Context: an optimization exercise on an open-source flow, tuned for small area, a short achievable clock period and few clock cycles. The choices shown serve that exercise and are no tape-out recipe. Where RTL was checked, it was by simulation tests only, not by an equivalence proof against the original. Function not checked in run 2: the RTL went through the layout flow alone. Power and IR drop assume default switching activity.

File: design.v
module lane_fold (
    input  wire        clk,
    input  wire        rst,
    input  wire        in_valid,
    output wire        in_ready,
    input  wire        in_first,
    input  wire [47:0] in_s,
    input  wire [7:0]  in_ea,
    input  wire [7:0]  in_eb,
    input  wire [9:0]  in_anchor,
    output reg         out_valid,
    output reg  [47:0] out_acc,
    output reg         out_sticky,
    output reg         out_loss,
    output reg         out_sat
);
    assign in_ready = 1'b1;
    reg        s1_valid;
    reg        s1_first;
    reg [47:0] s1_s;
    reg [9:0]  s1_ds;         
    reg [9:0]  s1_dc;
    wire [10:0] op_a = {{3{in_ea[7]}}, in_ea};
    wire [10:0] op_b = {{3{in_eb[7]}}, in_eb};
    wire [10:0] op_c = ~{in_anchor[9], in_anchor};
    wire [10:0] csa_s = op_a ^ op_b ^ op_c;
    wire [10:0] csa_c = (op_a & op_b) | (op_a & op_c) | (op_b & op_c);
    always @(posedge clk) begin
        if (rst) s1_valid <= 1'b0;
        else     s1_valid <= in_valid;
        s1_first  <= in_first;
        s1_s      <= in_s;
        s1_ds     <= csa_s[9:0];             
        s1_dc     <= csa_c[9:0];
    end
    wire [48:0] t;
    wire        loss, force_sat;
    fold_shift u_shift (
        .valid(s1_valid), .s(s1_s), .ds(s1_ds), .dc(s1_dc),
        .t(t), .loss(loss), .force_sat(force_sat)
    );
    reg        s2_valid;
    reg        s2_first;
    reg [48:0] s2_t;
    reg        s2_loss;
    reg        s2_force;
    reg        s2_sgn;
    always @(posedge clk) begin
        if (rst) s2_valid <= 1'b0;
        else     s2_valid <= s1_valid;
        s2_first <= s1_first & s1_valid;
        s2_t     <= t;
        s2_loss  <= loss;
        s2_force <= force_sat;
        s2_sgn   <= s1_s[47];
    end
    wire [47:0] acc_next;
    wire        sat;
    fold_add u_add (
        .acc(out_acc), .first(s2_first), .t(s2_t), .cin(s2_sgn & s2_loss),
        .force_sat(s2_force), .sgn(s2_sgn), .acc_next(acc_next), .sat(sat)
    );
    wire sticky_next = (s2_first ? 1'b0 : out_sticky) | (s2_loss & s2_valid);
    always @(posedge clk) begin
        if (rst) out_valid <= 1'b0;
        else     out_valid <= s2_valid;
        out_acc    <= acc_next;
        out_sticky <= sticky_next;
        out_loss   <= s2_loss;
        out_sat    <= sat;
    end
endmodule
module fold_shift (
    input  wire        valid,
    input  wire [47:0] s,
    input  wire [9:0]  ds,
    input  wire [9:0]  dc,
    output reg  [48:0] t,
    output wire        loss,
    output wire        force_sat
);
    wire [10:0] d     = {ds[9], ds} + {dc, 1'b1};
    wire [5:0]  k     = d[5:0];
    wire        dneg  = d[10];
    wire        big_l = !dneg && ((d[9:6] != 4'd0) || (k[5] && k[4]));
    wire        big_r = dneg && !((d[9:6] == 4'hf) && (k >= 6'd17));
    wire        sgn   = s[47];
    wire        s_nz  = |s;
    wire        rmode = dneg | !valid;
    wire        bigr  = big_r | !valid;
    wire [63:0] r0 = {{16{sgn}}, s};
    wire [63:0] r1 = k[0] ? {r0[62:0], r0[63]}    : r0;
    wire [63:0] r2 = k[1] ? {r1[61:0], r1[63:62]} : r1;
    wire [63:0] r3 = k[2] ? {r2[59:0], r2[63:60]} : r2;
    wire [63:0] r4 = k[3] ? {r3[55:0], r3[63:56]} : r3;
    wire [63:0] r5 = k[4] ? {r4[47:0], r4[63:48]} : r4;
    wire [63:0] r6 = k[5] ? {r5[31:0], r5[63:32]} : r5;
    reg  [63:0] th;
    integer j;
    always @(*) begin
        for (j = 0; j < 64; j = j + 1)
            th[j] = (j < k);
    end
    reg loss_r, ovf_l;
    integer i;
    always @(*) begin
        for (i = 0; i < 49; i = i + 1)
            t[i] = rmode ? ((th[i] && !bigr) ? r6[i] : sgn)
                         : (th[i] ? 1'b0 : r6[i]);
        loss_r = 1'b0;
        for (i = 0; i < 48; i = i + 1)
            loss_r = loss_r | (s[i] & !th[63-i]);
        ovf_l = 1'b0;
        for (i = 1; i < 47; i = i + 1)
            ovf_l = ovf_l | ((s[i] ^ sgn) & th[47-i]);
    end
    assign loss      = rmode & (bigr ? s_nz : loss_r);
    assign force_sat = valid & !dneg & (big_l ? s_nz : ovf_l);
endmodule
module fold_add (
    input  wire [47:0] acc,
    input  wire        first,
    input  wire [48:0] t,
    input  wire        cin,
    input  wire        force_sat,
    input  wire        sgn,
    output wire [47:0] acc_next,
    output wire        sat
);
    wire [47:0] base = first ? 48'd0 : acc;
    wire [47:0] sum48;
    add_sk #(48) u_sum (.a({1'b0, base[46:0]}), .b({1'b0, t[46:0]}), .ci(cin), .s(sum48));
    wire [46:0] lo_s = sum48[46:0];
    wire        c47  = sum48[47];
    wire        z    = (lo_s == 47'd0);
    wire a47 = base[47];
    wire t47 = t[47];
    wire t48 = t[48];
    wire up1 = a47 ? (t47 & c47) : (t47 | c47);      
    wire eqm = a47 & !t47 & !c47;                     
    wire eq1 = a47 ? (t47 & c47) : (t47 ^ c47);       
    wire sat_a = force_sat | (!t48 & up1) | (t48 & !up1);
    wire at_min = (t48 ? eq1 : eqm) & z;
    wire neg = force_sat ? sgn : t48;
    wire [47:0] v = {a47 ^ t47 ^ c47, lo_s[46:1], lo_s[0] | at_min};
    assign acc_next = sat_a ? (neg ? 48'h8000_0000_0001 : 48'h7fff_ffff_ffff) : v;
    assign sat = sat_a | at_min;
endmodule
module add_sk #(parameter W = 48, parameter LOGW = 6) (input [W-1:0] a, input [W-1:0] b, input ci, output [W-1:0] s);
    reg [W-1:0] g, p;
    integer i, j;
    always @* begin
        p = a ^ b; g = a & b;
        g[0] = g[0] | (p[0] & ci);
        for (i = 0; i < LOGW; i = i+1)
            for (j = 0; j < W; j = j + 1)
                if ((j >> i) & 1) begin
                    g[j] = g[j] | p[j] & g[((j >> i) << i) - 1];
                    p[j] = p[j] & p[((j >> i) << i) - 1];
                end
    end
    assign s = a ^ b ^ {g[W-2:0], ci};
endmodule
File: flow/run.sh
#!/bin/bash
# The standard layout, except that:
# - buffer_ports gives every input and output port a buf_2 (inputs then
#   become buf_1) instead of the resizer's default delay buffer;
# - the resizer's setup repair aims at a slack margin of SETUP_MARGIN ns, so
#   that it works on paths longer than (period - margin) while the clock and
#   the constraints stay those of the design.
set -euo pipefail
here=$(pwd)
SETUP_MARGIN=${SETUP_MARGIN:-15}
bash standard.sh "BUFFER_PORTS_ARGS=-buffer_cell sky130_fd_sc_hd__buf_2" \
    PRE_RESIZE_TCL="$here/flow/inbuf.tcl" \
    SETUP_SLACK_MARGIN=$SETUP_MARGIN finish > "$here/standard.log" 2>&1
File: flow/inbuf.tcl
# The input port buffers drive a single register or gate each: use buf_1
# for them instead of the buf_2 that buffer_ports put on every port.
foreach inst [[ord::get_db_block] getInsts] {
  if {[regexp {^input[0-9]+$} [$inst getName]] &&
      [[$inst getMaster] getName] eq "sky130_fd_sc_hd__buf_2"} {
    replace_cell [sta::find_instance [$inst getName]] sky130_fd_sc_hd__buf_1
  }
}
File: standard.sh
#!/bin/bash
# synth_recipe.tcl (not shown) runs the flow's synth.tcl, then flattens the netlist and writes it again
# the make line also repeats each setting of config.mk as NAME=value (left out here)
make -C /OpenROAD-flow-scripts/flow DESIGN_CONFIG=/design/flow/config.mk WORK_HOME=/design/flow/orfs CLKGATE_MAP_FILE= SYNTH_SCRIPT=/design/flow/synth_recipe.tcl "${@:-finish}"
File: config.mk
export PLATFORM = sky130hd
export DESIGN_NAME = lane_fold
export DESIGN_NICKNAME = lane_fold
export VERILOG_FILES = /design/flow/design.v
export SDC_FILE = /design/flow/constraint.sdc
export NUM_CORES = 4
export LEC_CHECK = 0
export CAP_MARGIN = 5
export CORE_MARGIN = 2
export CORE_UTILIZATION = 60
export CTS_BUF_LIST = sky130_fd_sc_hd__clkbuf_8
export SLEW_MARGIN = 5
export SYNTH_HIERARCHICAL = 1
File: constraint.sdc
create_clock -name core_clock -period 20.0 [get_ports {clk}]
set_input_delay 4.0000 -clock core_clock [delete_from_list [all_inputs] [get_ports {clk}]]
set_output_delay 4.0000 -clock core_clock [all_outputs]
set_load 0.01 [all_outputs]
==> results of run 1 <==
==> kinds of logic (layout without fill, tap and decap cells) <==
logic type / count (synthesis) / after routing / share of synthesized area (%)
AO/OA/AOI/OAI: 507 / 507 / 23.9
XOR/XNOR: 39 / 39 / 2.41
adder cells (fa/ha/maj): 78 / 78 / 7.83
buffers and inverters: 254 / 325 / 7.86
flip-flops: 176 / 176 / 24.8
multiplexers: 153 / 153 / 15.4
other: 2 / 3 / 0.0529
AND/OR/NAND/NOR: 510 / 511 / 17.7
==> what timing repair did <==
| item | 4_1_cts | 5_1_grt |
|---|---|---|
| gates resized for setup | 16 | 14 |
| hold endpoints to repair | 0 | 0 |
| gates cloned | 0 | 1 |
| pin swaps | 0 | 3 |
| hold buffers | 0 | 0 |
| buffers inserted | 1 | 5 |
| setup endpoints to repair | 73 | 76 |
==> cells in the mapped netlist, drive strengths merged, types with 22 or more instances <==
library cell  number  area [sq um]
mux4              49          1100
nand2            122           463
nor2             135           512
dfxtp            176          3520
nor4              28           181
buf               71           425
a211oi            22           183
a31oi             25           156
ha                60           751
mux2              24           270
a21oi            128           667
xnor2             26           228
mux2i             80           813
o21ai            140           753
clkbuf            46           176
nor3              24           125
o211ai            37           278
nor2b             57           357
nand3             64           320
inv              137           514
==> sequential cells by signal, indices dropped and copies added, names as in the netlist, 10 cells and up <==
register	cells
s1_s	48
s1_dc	10
out_acc	48
s1_ds	10
s2_t	49
==> per-stage QoR <==
stage,hold WS (ns),total power (W),utilization (%),worst slack (ns)
6_report,0.411,0.00262,65.8,15.02
5_1_grt,0.424,0.00278,65.8,14.92
4_1_cts,0.414,0.00254,65.3,15.00
3_5_place_dp,0.400,0.00224,63.2,14.45
3_3_place_gp,0.399,0.00221,63.7,14.53
2_1_floorplan,0.343,0.00178,-,15.25
==> layer usage <==
metal	vias to the layer above	track usage [%]
li1	6387	-
met1	6642	51.6
met2	1096	66.8
met3	318	10.8
met4	2	33.1
met5	-	1.24
==> per-module statistics from Yosys, one instance, submodules excluded, excerpt <==
module,area [sq um],flip-flops and latches,cells inside,copies in the design
fold_add,1140,0,193,1
fold_shift,7080,0,1032,1
lane_fold,3920,176,232,1
==> worst register-to-register path: cells and delay by family (launching register included) <==
kind,cells,cell delay [ns]
adder cells (fa/ha/maj),2,0.66
buffers and inverters,2,0.15
XOR/XNOR,1,0.14
AO/OA/AOI/OAI,7,2.34
AND/OR/NAND/NOR,5,0.96
flip-flops,1,0.46
==> power groups by stage <==
| stage | Sequential [W] | Combinational, W | Clock [W] |
|---|---|---|---|
| 2_1_floorplan | 0.000512 | 0.00127 | 0 |
| 3_3_place_gp | 0.000514 | 0.00170 | 0 |
| 3_5_place_dp | 0.000517 | 0.00173 | 0 |
| 4_1_cts | 0.000508 | 0.00175 | 0.000278 |
| 5_1_grt | 0.000518 | 0.00197 | 0.000290 |
| 6_report | 0.000510 | 0.00183 | 0.000275 |
==> worst paths after layout <==
path | startpoint | end | cells past startpoint
setup reg to reg | s2_first | out_acc[0] | 17
setup / recovery | out_acc[14] | out_acc[14] | 1
hold / removal | s2_loss | out_loss | 0
hold reg to reg | s2_loss | out_loss | 0
==> area by class of cell <==
cell class | count | area (sq um)
Inverter | 137 | 514
Sequential cell | 176 | 3560
Multi-Input combinational cell | 1291 | 9650
Fill cell | 2008 | 7980
Clock buffer | 18 | 248
Clock inverter | 14 | 173
Timing Repair Buffer | 156 | 818
Tap cell | 319 | 399
==> results.rst, run 1 <==
.. list-table::
   :header-rows: 1

   * - Metric
     - Value
   * - Comb power frac
     - 70.0%
   * - Core outline area
     - 23300 sq um
   * - Setup repair after global routing missed its margin
     - false
   * - Biggest fanout along the worst timing path
     - 2
   * - Power Dens Cells
     - 171 nW/um^2
   * - Ordered list of cells on the worst path
     - buf_2
   * - Grt total ovfl
     - 0
   * - Switch Pwr
     - 0.00139 W
   * - Final max-slew violation count
     - 0
   * - Ys flop type
     - dfxtp_1
   * - Data arrival, critical path
     - 0.98 ns
   * - Maximum number of pins on one net before global-route repair
     - 76
   * - Detailed-routing wirelength on met1
     - 19300 um
   * - Number of nets with antenna violations after routing
     - 0
   * - Time the worst path needs with I/O delays and setup
     - 4.98 ns
   * - Transition time at the pin with the least slew margin
     - 1.33 ns
   * - Sequential share of power
     - 19.5%
   * - Seq/Total Area, Yosys
     - 24.8%
   * - Total number of vias
     - 14.4k
   * - Width of the die
     - 158 um
   * - Yosys cell types
     - 95
   * - Most common cell after layout, fill and taps aside
     - dfxtp_1
   * - Placer Congestion
     - 1.10
   * - Relative slew slack
     - 10.1%
   * - Instance count of the mapped netlist
     - 1719
   * - Final instance count without filler cells
     - 2111
   * - DR vias/cell
     - 6.84
   * - Antenna violations before repair
     - 0
   * - Maximum achievable frequency
     - 0.201 GHz
   * - Synth warnings
     - 9
   * - Most frequent cells in the layout
     - 160 x dfxtp_1, 138 x inv_1, 131 x nor2_1
   * - Quantity of I/O buffers inserted on ports
     - 129
   * - Clock buffer count from CTS
     - 17
   * - Wire length after detailed routing
     - 54100 um
   * - Clock-pin slew on the worst setup and hold paths
     - 0.11 ns
   * - DRC viols
     - 0
   * - P_int
     - 0.00123 W
   * - Routed length on met3
     - 6180 um
   * - Flop and latch count out of synthesis
     - 176
   * - Wire length on met2
     - 23500 um
   * - Post-Synthesis Cell Area
     - 14200 sq um
   * - CP Data Required Time
     - 16.00 ns
   * - Number of top-level pins
     - 131
   * - Worst vdd rail ir drop
     - 0.0982 mV
   * - Max Cap Viol
     - 0
   * - Final net count
     - 1935
   * - Class of the tightest hold or removal check
     - register to register
   * - Average size of a mapped cell
     - 8.26 sq um
   * - H-tree lvl count
     - 4
   * - 1st-pass router iterations
     - 6
   * - Setup_tns
     - 0 ns
   * - Count of routing violations after the opening detailed-route iteration
     - 1923
   * - Number of global-route vias before repair
     - 13.5k
   * - Endpoint class of the critical path
     - primary output
   * - Portion of the clock cycle consumed by the worst path in the final layout
     - 24.9%
   * - Final Skew
     - 0.0204 ns
   * - Synth-to-layout area growth
     - 8.16%
   * - CTS sink count
     - 176
   * - Kind of critical path
     - register to primary output
   * - Y dimension of the die
     - 158 um
   * - Detailed-placement wirelength estimate
     - 39300 um
   * - DP Area
     - 14800 sq um
   * - DIE AREA
     - 24900 sq um
   * - Final number of hold-violating endpoints
     - 0
   * - Post-route design area
     - 15400 sq um
   * - Register-to-register setup slack
     - 15.21 ns
   * - CTS tree
     - done
   * - Top Metal Used
     - met5
   * - Net Sw Frac
     - 53.2%
   * - Number of cells after detailed placement
     - 2072
   * - Highest-delay cell along the critical path
     - dfxtp_2
   * - Routed wire length per instance
     - 25.6 um
   * - Number of enable flip-flop cells after synthesis
     - 0
   * - CP max stage delay
     - 0.36 ns
   * - Leakage power total
     - 6.42 nW
   * - Count of buffering cells on the critical path with inverters included
     - 1
   * - Combined global-route utilization of all metal layers
     - 43.3%
   * - Cell class contributing the biggest share of worst-path delay
     - flip-flops
   * - Root buf cell
     - clkbuf_8
   * - Clock latency on the worst-skew pair
     - 0.49 ns
   * - Startpoint type of the worst setup path
     - register
   * - Initial Utilization
     - 60.8%
   * - Status
     - no timing/DRC/antenna violations
   * - Maximum number of buffers from clock root to sink
     - 2
   * - Count of final setup violators
     - 0
   * - Global-route wire length before repair
     - 80000 um
   * - Number of antenna cells inserted
     - 0
   * - Std-Cell Rows
     - 56
   * - Part of the power in the clock network
     - 10.5%
   * - Share of flip-flops with an asynchronous set or reset after synthesis
     - 0%
   * - Share of post-route cells with drive strength above 1
     - 14.3%
Testbench counts, summed over its fixed seeds: cycles 480,024.
==> run 2: changes to the inputs <==
--- a/design.v
+++ b/design.v
@@ -36,6 +36,6 @@
     wire [48:0] t;
-    wire        loss, force_sat;
+    wire        cin, loss, force_sat;
     fold_shift u_shift (
         .valid(s1_valid), .s(s1_s), .ds(s1_ds), .dc(s1_dc),
-        .t(t), .loss(loss), .force_sat(force_sat)
+        .t(t), .cin(cin), .loss(loss), .force_sat(force_sat)
     );
@@ -44,2 +44,3 @@
     reg [48:0] s2_t;
+    reg        s2_cin;
     reg        s2_loss;
@@ -52,2 +53,3 @@
         s2_t     <= t;
+        s2_cin   <= cin;
         s2_loss  <= loss;
@@ -59,3 +61,3 @@
     fold_add u_add (
-        .acc(out_acc), .first(s2_first), .t(s2_t), .cin(s2_sgn & s2_loss),
+        .acc(out_acc), .first(s2_first), .t(s2_t), .cin(s2_cin),
         .force_sat(s2_force), .sgn(s2_sgn), .acc_next(acc_next), .sat(sat)
@@ -78,2 +80,3 @@
     output reg  [48:0] t,
+    output wire        cin,
     output wire        loss,
@@ -117,2 +120,3 @@
     assign loss      = rmode & (bigr ? s_nz : loss_r);
+    assign cin       = sgn & loss;
     assign force_sat = valid & !dneg & (big_l ? s_nz : ovf_l);
--- a/config.mk
+++ b/config.mk
@@ -7,7 +7,6 @@
 export LEC_CHECK = 0
-export CAP_MARGIN = 5
+export CAP_MARGIN = 30
 export CORE_MARGIN = 2
-export CORE_UTILIZATION = 60
-export CTS_BUF_LIST = sky130_fd_sc_hd__clkbuf_8
-export SLEW_MARGIN = 5
+export CORE_UTILIZATION = 40
+export SLEW_MARGIN = 30
 export SYNTH_HIERARCHICAL = 1
==> run 2 against run 1 <==
Cell count rose by 6.2%; register-to-register slack about the same; largest power group unchanged; still clean; utilization decreased by 21 points.
==> results.rst, run 2 <==
.. list-table::
   :header-rows: 1

   * - Metric
     - Value
   * - Global-route wire length before repair
     - 85900 um
   * - Endpoint class of the critical path
     - primary output
   * - DR vias/cell
     - 6.37
   * - FF+latch area
     - 3560 sq um
   * - Top cells by instance count after synthesis
     - 177 x dfxtp_1, 130 x inv_1, 125 x a21oi_1
   * - Final max-slew violation count
     - 0
   * - Final number of hold-violating endpoints
     - 0
   * - Library cell with the largest summed area after synthesis
     - dfxtp_1
   * - Worst vdd rail ir drop
     - 0.0858 mV
   * - CTS sink count
     - 177
   * - Post-Synthesis Cell Area
     - 14500 sq um
   * - Biggest fanout along the worst timing path
     - 2
   * - Data arrival, critical path
     - 0.97 ns
   * - Synth-to-layout area growth
     - 10.9%
   * - Final net count
     - 1921
   * - Count of buffering cells on the critical path with inverters included
     - 1
   * - Detailed-placement wirelength estimate
     - 42800 um
   * - Max Cap Viol
     - 0
   * - Register with the most flip-flops
     - s2_t
   * - CP max stage delay
     - 0.37 ns
   * - DRC viols
     - 0
   * - Ordered list of cells on the worst path
     - buf_2
   * - Most common cell after layout, fill and taps aside
     - dfxtp_1
   * - Footprint of the multi-input gates
     - 9980 sq um
   * - Largest registers
     - s2_t: 49 flops, out_acc: 48 flops, s1_s: 48 flops
   * - Transition time at the pin with the least slew margin
     - 1.05 ns
   * - Clock latency on the worst-skew pair
     - 0.48 ns
   * - DIE AREA
     - 37700 sq um
   * - Average size of a mapped cell
     - 8.52 sq um
   * - Leading cell types by total area after synthesis
     - dfxtp_1 24%, mux4_2 7.5%, mux2i_1 7.3%, ha_1 5.2%, a21oi_1 4.3%
   * - Kind of critical path
     - register to primary output
   * - Number of enable flip-flop cells after synthesis
     - 0
   * - Highest-delay cell along the critical path
     - dfxtp_2
   * - Most frequent cells in the layout
     - 164 x dfxtp_1, 130 x inv_1, 125 x a21oi_1
   * - Share of flip-flops with an asynchronous set or reset after synthesis
     - 0%
   * - Count of final setup violators
     - 0
   * - Core outline area
     - 35600 sq um
   * - Yosys cell types
     - 100
   * - Time the worst path needs with I/O delays and setup
     - 4.97 ns
   * - Portion of the clock cycle consumed by the worst path in the final layout
     - 24.9%
   * - Ys flop type
     - dfxtp_1
   * - Count of routing violations after the opening detailed-route iteration
     - 1675
   * - Std-Cell Rows
     - 69
   * - Layout filler cell count
     - 3572
   * - Power Dens Cells
     - 172 nW/um^2
   * - Routed wire length per instance
     - 26.1 um
   * - Combined global-route utilization of all metal layers
     - 30.3%
   * - Y dimension of the die
     - 194 um
   * - Root buf cell
     - clkbuf_16
   * - CTS tree
     - done
   * - Relative slew slack
     - 29.9%
   * - Setup_tns
     - 0 ns
   * - Wire length after detailed routing
     - 58500 um
   * - Flop and latch count out of synthesis
     - 177
   * - Class of the tightest hold or removal check
     - register to register
   * - Instance count of the mapped netlist
     - 1699
   * - Final instance count without filler cells
     - 2241
   * - Setup repair after global routing missed its margin
     - false
   * - Synth warnings
     - 9
   * - Post-synth top area share
     - 24.5%
   * - Final Skew
     - 0.0308 ns
   * - Number of global-route vias before repair
     - 13.3k
   * - Clock buffer count from CTS
     - 17
   * - Clock-pin slew on the worst setup and hold paths
     - 0.08 ns
   * - Share of post-route cells with drive strength above 1
     - 15.4%
   * - Initial Utilization
     - 40.7%
   * - Number of top-level pins
     - 131
   * - Number of cells after detailed placement
     - 2197
   * - Number of flip-flops under the largest register name
     - 49
   * - Seq/Total Area, Yosys
     - 24.5%
   * - Placer Congestion
     - 1.03
   * - CP Data Required Time
     - 16.00 ns
   * - Leakage power total
     - 6.65 nW
   * - Startpoint type of the worst setup path
     - register
   * - Maximum achievable frequency
     - 0.201 GHz
   * - Status
     - no timing/DRC/antenna violations
   * - H-tree lvl count
     - 4
   * - Maximum number of pins on one net before global-route repair
     - 74
   * - Antenna violations before repair
     - 1
   * - Number of nets with antenna violations after routing
     - 0
   * - Cell class contributing the biggest share of worst-path delay
     - flip-flops
   * - Width of the die
     - 194 um
   * - Maximum number of buffers from clock root to sink
     - 2
   * - 1st-pass router iterations
     - 8
   * - Grt total ovfl
     - 0
   * - Total number of vias
     - 14.3k
   * - Quantity of I/O buffers inserted on ports
     - 129
   * - Most common cell in the synthesized netlist
     - dfxtp_1
[run 2: where the power goes]
part           switching [W]  internal [W]  leakage, nW
Sequential         0.0000734      0.000449         1.49
Combinational        0.00120      0.000694         4.88
Clock               0.000167      0.000169        0.271
[run 2: final cells by class]
cell class                      count  share of cell area (%)
Sequential cell                   177                    22.2
Tap cell                          461                    3.59
Antenna cell                        2                  0.0312
Inverter                          130                    3.04
Clock inverter                     11                   0.710
Clock buffer                       21                    2.81
Multi-Input combinational cell   1273                    62.2
Timing Repair Buffer              166                    5.43
[run 2: kinds of logic (layout without fill, tap and decap cells)]
group                      count (synthesis)  in the layout  synth area share (%)
AOI/OAI and AO/OA                        531            532                  25.3
and+or+nand+nor                          435            435                  15.3
buffers and inverters                    252            328                  7.52
muxes                                    182            183                  17.1
DFF                                      177            177                  24.5
adders and majority gates                 79             79                  7.75
xor gates and xnor gates                  41             41                  2.53
other                                      2              5                0.0519
[run 2: what timing repair did]
action | CTS | global route
hold buffers | 0 | 0
endpoints found under the setup margin | 55 | 75
pin swaps | 0 | 3
setup buffers | 2 | 6
resized for setup | 8 | 14
cloned | 1 | 1
[run 2: metrics by stage]
stage	cell area, sq um	power, W	setup slack, ns	utilization [%]	hold WS, ns
4_1_cts	15900	0.00268	14.95	44.8	0.357
3_3_place_gp	15400	0.00232	14.79	43.3	0.352
2_1_floorplan	14500	0.00180	15.25	-	0.331
3_5_place_dp	15300	0.00233	14.73	43.0	0.352
5_1_grt	16000	0.00291	15.00	45.1	0.354
6_report	16000	0.00275	15.03	45.1	0.351
[run 2: metal layers]
layer  vias to the layer above  track usage (%)  part of all wire [%]
met5                         -                0                     0
met4                         0             21.6                   8.0
met3                       219             6.14                   9.5
met2                       869             44.8                    42
met1                      6761             39.4                    40
li1                       6432                -                     -
[run 2: modules after synthesis (local to each module, per instance), excerpt]
module	cells	times used	flops+latches
lane_fold	232	1	177
fold_add	193	1	0
fold_shift	1012	1	0
[run 2: worst paths after layout]
path / start / to / slack [ns] / cells after the start
worst min register to register: s2_loss / out_loss / 0.35 / 0
worst min-delay path: s2_loss / out_loss / 0.35 / 0
worst max-delay path: out_acc[45] / out_acc[45] / 15.03 / 1
worst max register to register: s2_first / out_acc[0] / 15.22 / 17
==> run 3: changes to the inputs <==
--- a/design.v
+++ b/design.v
@@ -36,6 +36,6 @@
     wire [48:0] t;
-    wire        cin, loss, force_sat;
+    wire        loss, force_sat;
     fold_shift u_shift (
         .valid(s1_valid), .s(s1_s), .ds(s1_ds), .dc(s1_dc),
-        .t(t), .cin(cin), .loss(loss), .force_sat(force_sat)
+        .t(t), .loss(loss), .force_sat(force_sat)
     );
@@ -44,3 +44,2 @@
     reg [48:0] s2_t;
-    reg        s2_cin;
     reg        s2_loss;
@@ -53,3 +52,2 @@
         s2_t     <= t;
-        s2_cin   <= cin;
         s2_loss  <= loss;
@@ -61,3 +59,3 @@
     fold_add u_add (
-        .acc(out_acc), .first(s2_first), .t(s2_t), .cin(s2_cin),
+        .acc(out_acc), .first(s2_first), .t(s2_t), .cin(s2_sgn & s2_loss),
         .force_sat(s2_force), .sgn(s2_sgn), .acc_next(acc_next), .sat(sat)
@@ -80,3 +78,2 @@
     output reg  [48:0] t,
-    output wire        cin,
     output wire        loss,
@@ -120,3 +117,2 @@
     assign loss      = rmode & (bigr ? s_nz : loss_r);
-    assign cin       = sgn & loss;
     assign force_sat = valid & !dneg & (big_l ? s_nz : ovf_l);
==> flow/run.sh (replaced) <==
#!/bin/bash
# The standard layout, except that buffer_ports gives every input and output
# port a buf_2 (inputs then become buf_1) instead of the resizer's default
# delay buffer.
set -euo pipefail
here=$(pwd)
bash standard.sh "BUFFER_PORTS_ARGS=-buffer_cell sky130_fd_sc_hd__buf_2" \
    PRE_RESIZE_TCL="$here/flow/inbuf.tcl" finish > "$here/standard.log" 2>&1
--- a/config.mk
+++ b/config.mk
@@ -7,6 +7,7 @@
 export LEC_CHECK = 0
-export CAP_MARGIN = 30
+export CAP_MARGIN = 15
 export CORE_MARGIN = 2
-export CORE_UTILIZATION = 40
-export SLEW_MARGIN = 30
+export CORE_UTILIZATION = 60
+export CTS_BUF_LIST = sky130_fd_sc_hd__clkbuf_8
+export SLEW_MARGIN = 15
 export SYNTH_HIERARCHICAL = 1
==> run 3 against run 2 <==
Cell count shrank 6.0%; combinational power decreased by 5%; utilization rose by 20 points; area after synthesis is 1.9% lower; die area down 34%; count of clock-buffer cells in the layout fell by 3; via count grew 0.69%; clock skew down 0.0080 ns; worst setup slack lost 0.63 ns; critical endpoint is now s2_t[2]; largest cell class unchanged.
==> results.rst, run 3 <==
.. list-table::
   :header-rows: 1

   * - Metric
     - Value
   * - Status
     - no timing/DRC/antenna violations
   * - Combined global-route utilization of all metal layers
     - 42.9%
   * - Grt total ovfl
     - 0
   * - Kind of critical path
     - register to register
   * - Routed wire length per instance
     - 25.3 um
   * - DIE AREA
     - 24900 sq um
   * - CTS sink count
     - 176
   * - Share of synthesized cell area in full adder, half adder and majority cells
     - 7.83%
   * - Y dimension of the die
     - 158 um
   * - Clock latency on the worst-skew pair
     - 0.50 ns
   * - Class of the tightest hold or removal check
     - register to register
   * - Instance count of the mapped netlist
     - 1719
   * - DRC viols
     - 0
   * - Maximum achievable frequency
     - 0.178 GHz
   * - Number of nets with antenna violations after routing
     - 0
   * - Critical R2R Launch
     - s1_ds[0]
   * - Worst setup timing slack at the placement stage
     - 14.45 ns
   * - Max Cap Viol
     - 0
   * - Final number of hold-violating endpoints
     - 0
   * - Leakage power total
     - 6.35 nW
   * - Seq/Total Area, Yosys
     - 24.8%
   * - Number of top-level pins
     - 131
   * - PostCTS Resize Cnt
     - 0
   * - Flop and latch count out of synthesis
     - 176
   * - Std-Cell Rows
     - 56
   * - Final setup margin
     - 14.40 ns
   * - DR vias/cell
     - 6.83
   * - Count of routing violations after the opening detailed-route iteration
     - 1795
   * - Number of global-route vias before repair
     - 13.5k
   * - Share of flip-flops with an asynchronous set or reset after synthesis
     - 0%
   * - Biggest fanout along the worst timing path
     - 58
   * - Count of final setup violators
     - 0
   * - Final max-slew violation count
     - 0
   * - Setup repair after global routing missed its margin
     - false
   * - H-tree lvl count
     - 4
   * - Number of enable flip-flop cells after synthesis
     - 0
   * - Most common cell in the synthesized netlist
     - dfxtp_1
   * - Antenna violations before repair
     - 1
   * - Yosys cell types
     - 95
   * - Post-synth top area share
     - 24.8%
   * - Maximum number of pins on one net before global-route repair
     - 76
   * - Global-route wire length before repair
     - 79400 um
   * - Endpoint class of the critical path
     - register
   * - Post-CTS setup-driven buffer insertion count
     - 0
   * - Relative slew slack
     - 19.9%
   * - Post-synthesis xor/xnor area fraction
     - 2.41%
   * - Placer Congestion
     - 1.10
   * - Register-to-register setup slack
     - 14.40 ns
   * - Library cell with the largest summed area after synthesis
     - dfxtp_1
   * - Worst Setup SP
     - s1_ds[0]
   * - Ys flop type
     - dfxtp_1
   * - CTS tree
     - done
   * - Data arrival, critical path
     - 5.93 ns
   * - Share of post-route cells with drive strength above 1
     - 13.1%
   * - Final net count
     - 1928
   * - Post-Synthesis Cell Area
     - 14200 sq um
   * - Multiplexer share of the synthesized area
     - 15.4%
   * - Maximum number of buffers from clock root to sink
     - 2
   * - Clock buffer count from CTS
     - 17
   * - Synth warnings
     - 9
   * - Initial Utilization
     - 60.8%
   * - Total number of vias
     - 14.4k
   * - Power Dens Cells
     - 170 nW/um^2
   * - DP Area
     - 14800 sq um
   * - Synth-to-layout area growth
     - 7.04%
   * - Detailed-placement wirelength estimate
     - 39300 um
   * - Worst vdd rail ir drop
     - 0.102 mV
   * - Register with the most flip-flops
     - s2_t
   * - Termination of the worst setup path
     - s2_t[2]
   * - Setup_tns
     - 0 ns
   * - Synthesized-area fraction occupied by and/or/nand/nor cells
     - 17.7%
   * - Width of the die
     - 158 um
   * - Most frequent cells in the layout
     - 174 x dfxtp_1, 138 x inv_1, 131 x nor2_1
   * - Post-route design area
     - 15200 sq um
   * - Clock-pin slew on the worst setup and hold paths
     - 0.11 ns
   * - Number of flip-flops under the largest register name
     - 49
   * - Core outline area
     - 23300 sq um
   * - Quantity of I/O buffers inserted on ports
     - 129
   * - Number of cells traversed by the worst register-to-register path
     - 11
   * - Root buf cell
     - clkbuf_8
   * - Reg-to-reg endpoint
     - s2_t[2]
   * - Most common cell after layout, fill and taps aside
     - dfxtp_1
   * - Portion of the clock cycle consumed by the worst path in the final layout
     - 28.0%
   * - Average size of a mapped cell
     - 8.26 sq um
   * - CP Data Required Time
     - 20.32 ns
   * - Startpoint type of the worst setup path
     - register
   * - Transition time at the pin with the least slew margin
     - 1.20 ns
   * - Combinational family with the most area after synthesis
     - compound AO/OA/AOI/OAI gates
   * - Leading cell types by total area after synthesis
     - dfxtp_1 25%, mux4_2 7.8%, mux2i_1 5.6%, ha_1 5.3%, a21oi_1 4.4%
   * - Wire length after detailed routing
     - 53300 um
   * - Hold-fix buffers, CTS
     - 0
   * - 1st-pass router iterations
     - 8
   * - Largest registers
     - s2_t: 49 flops, out_acc: 48 flops, s1_s: 48 flops
   * - Time the worst path needs with I/O delays and setup
     - 5.60 ns
   * - Compound-gate portion of the synthesized area
     - 23.9%
   * - Top cells by instance count after synthesis
     - 176 x dfxtp_1, 137 x inv_1, 133 x nor2_1
   * - Final Skew
     - 0.0228 ns
[run 3: changes by cell type after synthesis, sizes merged, moves of 8 or more]
cell and delta:
nand2 +29, a31oi -11, o211ai +12, a41oi -14, a21o -8, nand3 +36
o21ai +10, nor2 +11, mux2i -26
[run 3: worst min-delay path by stage]
stage | start | to | depth (start not counted)
floorplan | s2_loss | out_loss | 0
global placement | s2_loss | out_loss | 0
detailed placement | s2_loss | out_loss | 0
CTS | s2_loss | out_loss | 0
global route | s2_loss | out_loss | 0
finish | s2_loss | out_loss | 0
[run 3: through the flow]
stage	total power, W	hold WS (ns)	utilization (%)	instances
after floorplan	0.00178	0.343	-	1720
after global placement	0.00221	0.399	63.7	2072
after detailed placement	0.00224	0.400	63.2	2072
after CTS	0.00252	0.414	65.0	2104
after global routing	0.00274	0.424	65.1	2104
final	0.00259	0.410	65.1	2106
[run 3: modules after synthesis, one instance, submodules excluded, excerpt]
module | cell area (sq um) | copies in the design | cells inside
fold_shift | 7080 | 1 | 1032
fold_add | 1140 | 1 | 193
lane_fold | 3920 | 1 | 232
[run 3: final cells by class]
class                   count  area, sq um
multi-input cells        1290         9620
fillers                  2028         8140
flip-flops and latches    176         3530
repair buffers            150          707
inverters                 137          514
well taps                 319          399
clock buffers              18          248
clock inverters            14          173
diodes                      2         5.00
[run 3: kinds of logic after synthesis]
kind of cell	count (synthesis)
AND/OR/NAND/NOR	510
other	2
adder cells (fa/ha/maj)	78
buffers and inverters	254
multiplexers	153
AO/OA/AOI/OAI	507
flip-flops	176
XOR/XNOR	39
[run 3: metal layers]
metal	track usage, %	up-vias	part of all wire, %	routed length, um
li1	-	6366	-	-
met1	50.4	6736	36	19200
met2	66.5	989	43	23100
met3	11.3	289	12	6160
met4	33.5	0	9.1	4840
met5	0	-	0	0
[run 3: critical path, stage by stage (launching register included)]
cell     delay (ns)
dfxtp_4        1.00
fa_2           0.50
nand3_1        0.22
and3b_1        0.46
nor2_4         0.50
buf_4          0.52
a21oi_1        0.13
nor4b_1        0.38
and4_1         0.85
nor2_2         0.34
o21ai_0        0.29
o41ai_1        0.20
[run 3: power breakdown]
part | switching, W | leakage (nW) | internal [W]
Sequential | 0.0000683 | 1.48 | 0.000443
Combinational | 0.00116 | 4.66 | 0.000644
Clock | 0.000156 | 0.211 | 0.000119
Total | 0.00138 | 6.35 | 0.00121
Testbench counts of run 3, summed over its fixed seeds: cycles 480,024.

==> port drivers added, routing unchanged <==
Ports are ideal in the flow. The routed layouts listed here were re-timed in OpenROAD. Step 1: set_driving_cell puts a clkbuf_16 on clk and a buf_2 on each other input, an assumption about the parent block. Step 2, shift: input delay + t, output delay - t, t = (earliest + latest rising clock arrival at the registers) / 2. This alone moves slack from input paths to output paths. Slacks: ideal ports / drivers / drivers and shift; pairs: ideal ports / drivers.
run | t, ns | slack for setup (ns) | latest minus earliest clock arrival (ns)
run 1 | 0.532 | 15.020 / 14.969 / 15.111 | 0.020 / 0.021
run 2 | 0.523 | 15.030 / 14.971 / 15.103 | 0.030 / 0.030
run 3 | 0.534 | 14.396 / 14.396 / 14.396 | 0.023 / 0.023
After both steps setup and hold are still met in every run listed.
